This design comes from an exercise in tuning for small area, a short achievable clock period and few clock cycles on the open sky130 flow, not from production work.
In this exercise RTL edits were held to simulation tests only and were not proved equivalent to the original.

==> run R: inputs <==
// qsc_decoder
module qsc_decoder (
    input  wire        clk,
    input  wire        rst,
    input  wire        cmd_valid,
    output wire        cmd_ready,
    input  wire [5:0]  cmd_width_m1,
    input  wire [5:0]  cmd_lines_m1,
    input  wire        cmd_hist_reset,
    input  wire [14:0] cmd_nbytes,
    input  wire [7:0]  cmd_fill,
    input  wire        in_valid,
    output wire        in_ready,
    input  wire [7:0]  in_data,
    output wire        out_valid,
    input  wire        out_ready,
    output wire [7:0]  out_pix,
    output wire        done,
    output wire [2:0]  status
);
clock: 12.0 ns
lec_check: 0
cap_margin: 20
core_margin: 2
core_utilization: 40
cts_cluster_diameter: 80
cts_cluster_size: 24
setup_slack_margin: 5
slew_margin: 20
run.sh (not shown) runs the stock make flow with config.mk's settings and CLKGATE_MAP_FILE= SYNTH_SCRIPT=/design/flow/synth_recipe.tcl, a recipe that flattens the netlist after the stock synthesis.
==> run C (differences from run R) <==
--- a/flow/design.v
+++ b/flow/design.v
@@ -132,44 +132,15 @@
             kfor = 3'd7;
             for (kk = 6; kk >= 0; kk = kk - 1)
                 if (({8'd0, nv} << kk) >= av) kfor = kk[2:0];
         end
     endfunction
-    function [8:0] add8;
-        input [7:0] x;
-        input [7:0] y;
-        input       ci;
-        reg [7:0] g, p, gg, pp, g2, p2;
-        reg [8:0] c;
-        integer n, d;
-        begin
-            g = x & y;
-            p = x ^ y;
-            gg = g;
-            pp = p;
-            for (d = 1; d < 8; d = d * 2) begin
-                g2 = gg;
-                p2 = pp;
-                for (n = d; n < 8; n = n + 1) begin
-                    g2[n] = gg[n] | (pp[n] & gg[n - d]);
-                    p2[n] = pp[n] & pp[n - d];
-                end
-                gg = g2;
-                pp = p2;
-            end
-            c[0] = ci;
-            for (n = 0; n < 8; n = n + 1) c[n + 1] = gg[n] | (pp[n] & ci);
-            add8 = {c[8], p ^ c[7:0]};
-        end
-    endfunction
     function [7:0] addm;
         input [7:0] p;
         input [7:0] mv;
-        reg [8:0] r;
         begin
-            r = add8(p, {1'b0, mv[7:1]} ^ {8{mv[0]}}, 1'b0);
-            addm = r[7:0];
+            addm = p + ({1'b0, mv[7:1]} ^ {8{mv[0]}});
         end
     endfunction
     wire       flat = (a_r == b_r) && (b_r == c_r);
     wire [8:0] dac  = {1'b0, a_r} - {1'b0, c_r};
     wire       le3  = dac[8] ? ((dac[8:2] == 7'h7f) && (dac[1:0] != 2'd0)) : (dac[8:2] == 7'd0);
@@ -202,39 +173,36 @@
     wire        z24  = (bb[39:16] == 24'd0);   
     wire        esc  = (q == 5'd23);
     wire [7:0]  t    = v[38:31];               
     wire        sel_m1 = at_top && !rbit && (jr == 4'd0);
     wire [4:0]  qe     = sel_m1 ? q - 5'd1 : q;
-    wire        comb   = sel_m1 && (bb[39:17] != 23'd0);       
+    wire        comb   = sel_m1 && (q <= 5'd22) && !z24;
     reg [7:0]  m_k   [0:7];
+    reg [7:0]  pix_k [0:7];
     reg [7:0]  ovf_k;
     reg [15:0] qt;
     integer kk;
     always @(*) begin
         qt = {3'd0, qe, t};
         for (kk = 0; kk < 8; kk = kk + 1) begin
             m_k[kk]   = qt[(8 - kk) +: 8];
             ovf_k[kk] = (qt >> (8 - kk)) > 16'd255;
+            pix_k[kk] = addm(pred, m_k[kk]);
         end
     end
+    wire [7:0]  pix_e = addm(pred, t);
     wire [7:0]  m     = esc ? t : m_k[k];
     wire        movf  = !esc && ovf_k[k];
-    wire [7:0]  pix   = addm(pred, m);
+    wire [7:0]  pix   = esc ? pix_e : pix_k[k];
     wire [5:0]  len_r = {1'b0, q} + 6'd1 + (esc ? 6'd8 : {3'd0, k});
     wire [5:0]  need_r = z24 ? 6'd24 : len_r;
+    wire [5:0]  need_ub = z24 ? 6'd24 : esc ? 6'd32 : ({1'b0, q} + 6'd8);
     wire        more   = ibyte_v || (bytes_left != 15'd0);
-    reg [22:0] okpos;              
-    always @(*) begin
-        for (i = 0; i < 23; i = i + 1) okpos[22 - i] = (nbits >= i + 8);
-    end
-    wire        r_ok   = (nbits >= 6'd32) || ((bb[39:17] & okpos) != 23'd0) ||
-                         (z24 && nbits >= 6'd24) || !more;
+    wire        r_ok   = (nbits >= need_ub) || !more;
     wire        r_short  = (nbits < need_r);
     wire        r_syntax = z24 || movf;
-    wire [8:0]  a_lo  = add8(a_cur[7:0], m, 1'b0);
-    wire [6:0]  a_hi1 = {1'b0, a_cur[13:8]} + 7'd1;
-    wire [14:0] a_sum = {a_lo[8] ? a_hi1 : {1'b0, a_cur[13:8]}, a_lo[7:0]};
+    wire [14:0] a_sum = {1'b0, a_cur} + {7'd0, m};
     wire        halve = (n_cur == 6'd63);
     wire [13:0] a_new = halve ? a_sum[14:1] : a_sum[13:0];
     wire [5:0]  n_new = halve ? 6'd32 : n_cur + 6'd1;
     wire [3:0]  jr     = jtab(ri);
     wire        rbit   = bb[39];
CTS_CLUSTER_DIAMETER = 100   (was 80)
CTS_CLUSTER_SIZE = 30   (was 24)
SETUP_SLACK_MARGIN = 4   (was 5)
==> run H (differences from run R) <==
--- a/flow/design.v
+++ b/flow/design.v
@@ -254,11 +254,11 @@
     wire dec_reg = regular || comb;        
     wire go    = (state == S_DEC) && out_free && !done_pend &&
                  (in_fill || (at_top ? (u_ok && (!comb || r_ok)) : r_ok));
     wire fail  = top_run ? (u_short || u_syntax) : dec_reg ? (r_short || r_syntax) : 1'b0;
     wire [2:0] fail_stat = (top_run ? u_short : r_short) ? ST_SHORT : ST_SYNTAX;
-    wire no_pix = top_run && !rbit && (rem == 15'd0) && !u_short && !u_syntax;
+    wire no_pix = top_run && !rbit && (rem == 15'd0) && !u_short;
     wire emit  = go && !no_pix;
     wire [7:0] value = dec_reg ? pix : a_r;
     wire [5:0] len = in_fill ? 6'd0 : top_run ? need_run : len_r;
     wire last_j    = (j == w_m1);
     wire last_line = (ln == l_m1);
==> flow/flow/run.sh (new file) <==
#!/bin/bash
set -euo pipefail
sed -E 's/SETUP_SLACK_MARGIN=[-0-9.]+/SETUP_SLACK_MARGIN=6.5/' standard.sh > standard_margin.sh
grep -q 'SETUP_SLACK_MARGIN=6.5' standard_margin.sh
bash standard_margin.sh > standard.log 2>&1
==> flow/standard.sh (new file) <==
#!/bin/bash
# synth_recipe.tcl (not shown) runs the flow's synth.tcl, then flattens the netlist and writes it again
# the make line also repeats each setting of config.mk as NAME=value (left out here)
make -C /OpenROAD-flow-scripts/flow DESIGN_CONFIG=/design/flow/config.mk WORK_HOME=/design/flow/orfs CLKGATE_MAP_FILE= SYNTH_SCRIPT=/design/flow/synth_recipe.tcl "${@:-finish}"
removed: flow/run.sh
==> flow_metrics.py <==
metrics = {
    "floorplanning": {
        "die_area_mm2": 0.1337,
    },
    "setup_path": {
        "critPathLaunch": "a_r[0]$_DFFE_PN_",
        "required_ns": 12.61,
    },
    "synthesis": {
        "synth_commonest_cells": "edfxtp_1 (1047), nor2_1 (316), nand2_1 (247)",
    },
    "status": {
        "outcome": "timing/DRC/antenna clean",
    },
}
That was run R.
==> flow_metrics.py <==
metrics = {
    "status": {
        "outcome": "timing/DRC/antenna clean",
    },
    "synthesis": {
        "synth_commonest_cells": "edfxtp_1 (1047), nand2_1 (399), a21oi_1 (299)",
    },
    "floorplanning": {
        "die_area_mm2": 0.1366,
    },
    "detailed_routing": {
        "routed_via_density": 5.879,
    },
    "layout": {
        "multi_input_area_share_pct": 34.14,
    },
    "setup_path": {
        "required_ns": 12.58,
    },
}
That was run C.
==> flow_metrics.py <==
metrics = {
    "status": {
        "outcome": "timing/DRC/antenna clean",
    },
    "sta": {
        "finClkSkew_ns": 0.08244,
    },
    "synthesis": {
        "synth_commonest_cells": "edfxtp_1 (1047), nand2_1 (348), nor2_1 (323)",
    },
    "layout": {
        "final-clk-cell-share_pct": 3.275,
    },
    "setup_path": {
        "critPathLaunch": "w_m1[0]$_DFFE_PP_",
    },
}
That was run H.
Testbench counts of run R, summed over its fixed seeds: cycles 146,447.
Testbench counts of run C, summed over its fixed seeds: cycles 146,447.
Testbench counts of run H, summed over its fixed seeds: cycles 146,447.

==> re-timing with driven ports <==
No port has a modelled driver above. Below, the same layouts with a new extraction and two added sets of constraints. Step 1 sets driving cells, clkbuf_16 on the clock port and buf_2 on the other inputs (assumed; they add their load-dependent delay and slew). Step 2 times the ports against the registers' clock, not the clock port: input delays grow and output delays shrink by t, the midpoint of the rising clock arrivals with the driver on. Slacks: ideal ports / drivers / drivers and shift; pairs: ideal ports / drivers.
run	t (ns)	setup slack, ns	hold WS [ns]	worst setup path after step 2	latest minus earliest clock arrival (ns)
run R	0.766	5.181 / 5.181 / 4.931	0.391 / 0.391 / 0.391	input to register	0.076 / 0.077
run C	0.740	4.321 / 4.321 / 4.321	0.353 / 0.353 / 0.353	register to register	0.095 / 0.095
run H	0.770	5.575 / 5.575 / 5.530	0.378 / 0.378 / 0.378	input to register	0.083 / 0.083
After both steps every run listed still meets setup and hold. For run R, which loses most, drivers alone change the setup slack by 0.000 ns; drivers and shift together by -0.250 ns.
